Background: an optimization exercise with open tools, aiming at small area and a short achievable clock period. Do not read the settings as production practice.
The RTL was checked by simulation tests, not by an equivalence proof against the original design.
Power is estimated from default activity; no workload was simulated.

Design hbm_line_codec, start of the top module:
module hbm_line_codec (
  input  wire         clk,
  input  wire         rst,            
  input  wire         in_valid,
  input  wire         in_write,       
  input  wire [5:0]   in_mask,        
  input  wire [32:0]  in_addr,        
  input  wire [255:0] in_line,        
  input  wire [215:0] in_wdata,       
  output reg          out_valid,
  output reg  [1:0]   out_class,      
  output wire         out_status,     
  output wire [5:0]   out_word_err,   
  output wire [215:0] out_data,       
  output reg          out_wb,         
  output wire [255:0] out_line        
);
==> module hbm_addr_enc, before the edit <==
module hbm_addr_enc (
  input  wire [32:0] l,
  output wire [6:0]  hs,
  output wire        pe
);
  function automatic [32:0] lmask(input [9:0] fm);
    integer i;
    begin
      for (i = 0; i < 33; i = i + 1) lmask[i] = fm[i % 10];
    end
  endfunction
  assign hs[0] = ^(l & lmask(10'b1010101010));
  assign hs[1] = ^(l & lmask(10'b1100110011));
  assign hs[2] = ^(l & lmask(10'b0000111100));
  assign hs[3] = ^(l & lmask(10'b1111000000));
  assign hs[4] = ^l;
  assign hs[5] = 1'b0;
  assign hs[6] = ^l;
  assign pe    = ^(l & lmask(10'b0110011010));
endmodule
==> module hbm_line_codec, before the edit <==
module hbm_line_codec (
  input  wire         clk,
  input  wire         rst,            
  input  wire         in_valid,
  input  wire         in_write,       
  input  wire [5:0]   in_mask,        
  input  wire [32:0]  in_addr,        
  input  wire [255:0] in_line,        
  input  wire [215:0] in_wdata,       
  output reg          out_valid,
  output reg  [1:0]   out_class,      
  output wire         out_status,     
  output wire [5:0]   out_word_err,   
  output wire [215:0] out_data,       
  output reg          out_wb,         
  output wire [255:0] out_line        
);
  function automatic [6:0] info_pos(input integer j);
    integer p, cnt;
    begin
      info_pos = 7'd0;
      cnt = 0;
      for (p = 3; p <= 91; p = p + 1) begin
        if ((p & (p - 1)) != 0) begin
          if (cnt == j) info_pos = p[6:0];
          cnt = cnt + 1;
        end
      end
    end
  endfunction
  wire [9:0] fold  = in_addr[9:0] ^ in_addr[19:10] ^ in_addr[29:20] ^ {7'd0, in_addr[32:30]};
  wire [9:0] fdiff = fold ^ in_line[255:246];
  wire [4:0] a1, a2;
  genvar i, j;
  generate
    for (i = 0; i < 5; i = i + 1) begin : g_fd
      assign a1[i] = fdiff[2*i] | fdiff[2*i + 1];
      assign a2[i] = fdiff[2*i] & fdiff[2*i + 1];
    end
  endgenerate
  wire b1 = a1[0] | a1[1];
  wire b2 = a2[0] | a2[1] | (a1[0] & a1[1]);
  wire c1 = a1[2] | a1[3] | a1[4];
  wire c2 = a2[2] | a2[3] | a2[4] | (a1[2] & a1[3]) | (a1[4] & (a1[2] | a1[3]));
  wire fd2 = b2 | c2 | (b1 & c1);
  wire fd1 = (b1 | c1) & !fd2;
  wire [6:0] fhs;
  wire       fpe;
  hbm_addr_enc u_aenc (.l(in_addr), .hs(fhs), .pe(fpe));
  wire       fpx = fhs[4];    
  wire       wr [0:5];
  generate
    for (i = 0; i < 6; i = i + 1) begin : g_wr
      assign wr[i] = in_write & in_mask[i];
    end
  endgenerate
  wire [6:0] seff [0:2];
  wire [5:0] cpois;
  wire [2:0] pp, unc, afault;
  wire       bad;
  generate
    for (i = 0; i < 3; i = i + 1) begin : g_dec
      wire [6:0] hs;
      wire       px, pe;
      hbm_pair_enc u_enc (
        .x  ({in_line[216 + 10*i + 9 : 216 + 10*i + 8], in_line[72*i + 71 : 72*i]}),
        .hs (hs),
        .px (px),
        .pe (pe)
      );
      hbm_pair_dec u_dec (
        .hs     (hs),
        .px     (px),
        .fhs    (fhs),
        .fpx    (fpx),
        .stored (in_line[216 + 10*i + 7 : 216 + 10*i]),
        .pois   (in_line[216 + 10*i + 9 : 216 + 10*i + 8]),
        .wr     ({wr[2*i + 1], wr[2*i]}),
        .kill   (bad),
        .seff   (seff[i]),
        .cpois  (cpois[2*i + 1 : 2*i]),
        .p      (pp[i]),
        .unc    (unc[i]),
        .afault (afault[i])
      );
    end
  endgenerate
  wire any_addr   = (|afault) | fd2;
  wire any_uncorr = |unc;
  wire any_corr   = (|pp) | fd1;
  wire full_write = in_write & (&in_mask);
  assign bad      = any_addr | any_uncorr;
  wire [1:0] line_class = full_write ? 2'd0 :
                          any_addr   ? 2'd3 :
                          any_uncorr ? 2'd2 :
                          any_corr   ? 2'd1 : 2'd0;
  reg [215:0] new_data;
  reg [5:0]   new_pois;
  integer w;
  always @* begin
    for (w = 0; w < 6; w = w + 1) begin
      new_data[36*w +: 36] = wr[w] ? in_wdata[36*w +: 36] : in_line[36*w +: 36];
      new_pois[w]          = !wr[w] & (bad | cpois[w]);
    end
  end
  reg [215:0] r_data;
  reg [5:0]   r_pois;
  reg [9:0]   r_fold;
  reg [6:0]   r_seff [0:2];
  reg [6:0]   r_fhs;
  reg         r_fpe;
  always @(posedge clk) begin
    if (rst) out_valid <= 1'b0;
    else     out_valid <= in_valid;
    out_class <= line_class;
    out_wb    <= in_write | (line_class == 2'd1);
    r_data    <= new_data;
    r_pois    <= new_pois;
    r_fold    <= fold;
    r_fhs     <= fhs;
    r_fpe     <= fpe;
    r_seff[0] <= seff[0];
    r_seff[1] <= seff[1];
    r_seff[2] <= seff[2];
  end
  wire [215:0] data;
  wire [7:0]   check [0:2];
  generate
    for (i = 0; i < 3; i = i + 1) begin : g_enc
      wire [6:0] hs;
      wire       px, pe;
      hbm_pair_enc u_enc (
        .x  ({r_pois[2*i + 1 : 2*i], r_data[72*i + 71 : 72*i]}),
        .hs (hs),
        .px (px),
        .pe (pe)
      );
      wire [6:0] s = r_seff[i];
      wire [7:0]  lo;
      wire [15:0] hi;
      for (j = 0; j < 8; j = j + 1) begin : g_lo
        assign lo[j] = (s[2:0] == j);
      end
      for (j = 0; j < 16; j = j + 1) begin : g_hi
        assign hi[j] = (s[6:3] == j);
      end
      for (j = 0; j < 72; j = j + 1) begin : g_fix
        localparam [6:0] POS = info_pos(j);
        assign data[72*i + j] = r_data[72*i + j] ^ (lo[POS[2:0]] & hi[POS[6:3]]);
      end
      wire seven = (s != 7'd0) & !(^s);
      assign check[i][6:0] = hs ^ r_fhs ^ s;
      assign check[i][7]   = pe ^ r_fpe ^ seven;
    end
  endgenerate
  assign out_line = {r_fold,
                     r_pois[5:4], check[2],
                     r_pois[3:2], check[1],
                     r_pois[1:0], check[0],
                     data};
  assign out_data     = data;
  assign out_word_err = r_pois;
  assign out_status   = out_class[1];
endmodule
clock: 10.0 ns
lec_check: 0
cap_margin: 20
core_area: 4 4 346 346
die_area: 0 0 350 350
slew_margin: 20
standard.sh (not shown) runs the stock make flow with config.mk's settings and CLKGATE_MAP_FILE= SYNTH_SCRIPT=/design/flow/synth_recipe.tcl, a recipe that flattens the netlist after the stock synthesis.
==> flow/flow/run.sh <==
#!/bin/bash
# Layout flow: the standard flow, with the smallest buffer on the ports.
# Each ORFS step writes its full log under orfs/logs/; make's own output goes
# to standard.log.
set -euo pipefail
bash standard.sh BUFFER_PORTS_ARGS="-buffer_cell sky130_fd_sc_hd__buf_1" finish > standard.log 2>&1
The baseline went through all stages and came out clean.
Then changed:
--- a/flow/design.v
+++ b/flow/design.v
@@ -77,28 +77,8 @@
   assign hs[5] = 1'b0;
   assign hs[6] = ^f;
   assign px    = ^f;
   assign pe    = f[1] ^ f[3] ^ f[4] ^ f[7] ^ f[8];
-endmodule
-module hbm_addr_enc (
-  input  wire [32:0] l,
-  output wire [6:0]  hs,
-  output wire        pe
-);
-  function automatic [32:0] lmask(input [9:0] fm);
-    integer i;
-    begin
-      for (i = 0; i < 33; i = i + 1) lmask[i] = fm[i % 10];
-    end
-  endfunction
-  assign hs[0] = ^(l & lmask(10'b1010101010));
-  assign hs[1] = ^(l & lmask(10'b1100110011));
-  assign hs[2] = ^(l & lmask(10'b0000111100));
-  assign hs[3] = ^(l & lmask(10'b1111000000));
-  assign hs[4] = ^l;
-  assign hs[5] = 1'b0;
-  assign hs[6] = ^l;
-  assign pe    = ^(l & lmask(10'b0110011010));
 endmodule
 module hbm_pair_dec (
   input  wire [6:0]  hs,          
   input  wire        px,          
@@ -175,11 +155,10 @@
   wire c2 = a2[2] | a2[3] | a2[4] | (a1[2] & a1[3]) | (a1[4] & (a1[2] | a1[3]));
   wire fd2 = b2 | c2 | (b1 & c1);
   wire fd1 = (b1 | c1) & !fd2;
   wire [6:0] fhs;
-  wire       fpe;
-  hbm_addr_enc u_aenc (.l(in_addr), .hs(fhs), .pe(fpe));
-  wire       fpx = fhs[4];    
+  wire       fpx, fpe;
+  hbm_fold_enc u_fenc (.f(fold), .hs(fhs), .px(fpx), .pe(fpe));
   wire       wr [0:5];
   generate
     for (i = 0; i < 6; i = i + 1) begin : g_wr
       assign wr[i] = in_write & in_mask[i];
@@ -237,24 +216,23 @@
   reg [215:0] r_data;
   reg [5:0]   r_pois;
   reg [9:0]   r_fold;
   reg [6:0]   r_seff [0:2];
-  reg [6:0]   r_fhs;
-  reg         r_fpe;
   always @(posedge clk) begin
     if (rst) out_valid <= 1'b0;
     else     out_valid <= in_valid;
     out_class <= line_class;
     out_wb    <= in_write | (line_class == 2'd1);
     r_data    <= new_data;
     r_pois    <= new_pois;
     r_fold    <= fold;
-    r_fhs     <= fhs;
-    r_fpe     <= fpe;
     r_seff[0] <= seff[0];
     r_seff[1] <= seff[1];
     r_seff[2] <= seff[2];
   end
+  wire [6:0] rfhs;
+  wire       rfpx, rfpe;
+  hbm_fold_enc u_rfenc (.f(r_fold), .hs(rfhs), .px(rfpx), .pe(rfpe));
   wire [215:0] data;
   wire [7:0]   check [0:2];
   generate
     for (i = 0; i < 3; i = i + 1) begin : g_enc
@@ -279,10 +257,10 @@
         localparam [6:0] POS = info_pos(j);
         assign data[72*i + j] = r_data[72*i + j] ^ (lo[POS[2:0]] & hi[POS[6:3]]);
       end
       wire seven = (s != 7'd0) & !(^s);
-      assign check[i][6:0] = hs ^ r_fhs ^ s;
-      assign check[i][7]   = pe ^ r_fpe ^ seven;
+      assign check[i][6:0] = hs ^ rfhs ^ s;
+      assign check[i][7]   = pe ^ rfpe ^ seven;
     end
   endgenerate
   assign out_line = {r_fold,
                      r_pois[5:4], check[2],
Result: Hold slack gets better by 0.026 ns; utilization climbs by 0.37 points; via count went up by about 2.1%; power came out higher by 9.2%; setup slack gets better by 0.021 ns; critical path depth decreases by 3; area after synthesis came out higher by about 1.5%; global-route usage rose by 0.84 points; routed wire length grows by 4.4%; cell area came out higher by 1.5%; count of clock-buffer cells in the layout went down by 3.

==> port drivers added, routing unchanged <==
No port has a modelled driver above. Below, the same layouts with a new extraction and two added sets of constraints. Step 1 (the two cells are an assumption about what drives the block):
set clk [get_ports {clk}]
set_driving_cell -lib_cell sky130_fd_sc_hd__clkbuf_16 $clk
set_driving_cell -lib_cell sky130_fd_sc_hd__buf_2 [delete_from_list [all_inputs] $clk]
Step 2 times the ports against the registers' clock, not the clock port: input delays grow and output delays shrink by t, the midpoint of the rising clock arrivals with the driver on. Slacks: ideal / step 1 / step 2; pairs: ideal / step 1.
run | t, ns | setup WS [ns] | worst setup path after step 2 | worst slew at a driven data input, ns | cell pins on the clock port's net
the first run | 0.645 | 4.268 / 4.303 / 3.659 | input to register | 0.24 | 1
the second run | 0.642 | 4.289 / 4.223 / 3.681 | input to register | 0.21 | 1
After both steps every run listed still meets setup and hold. For the first run, which loses most, drivers alone change the setup slack by +0.035 ns; drivers and shift together by -0.609 ns.
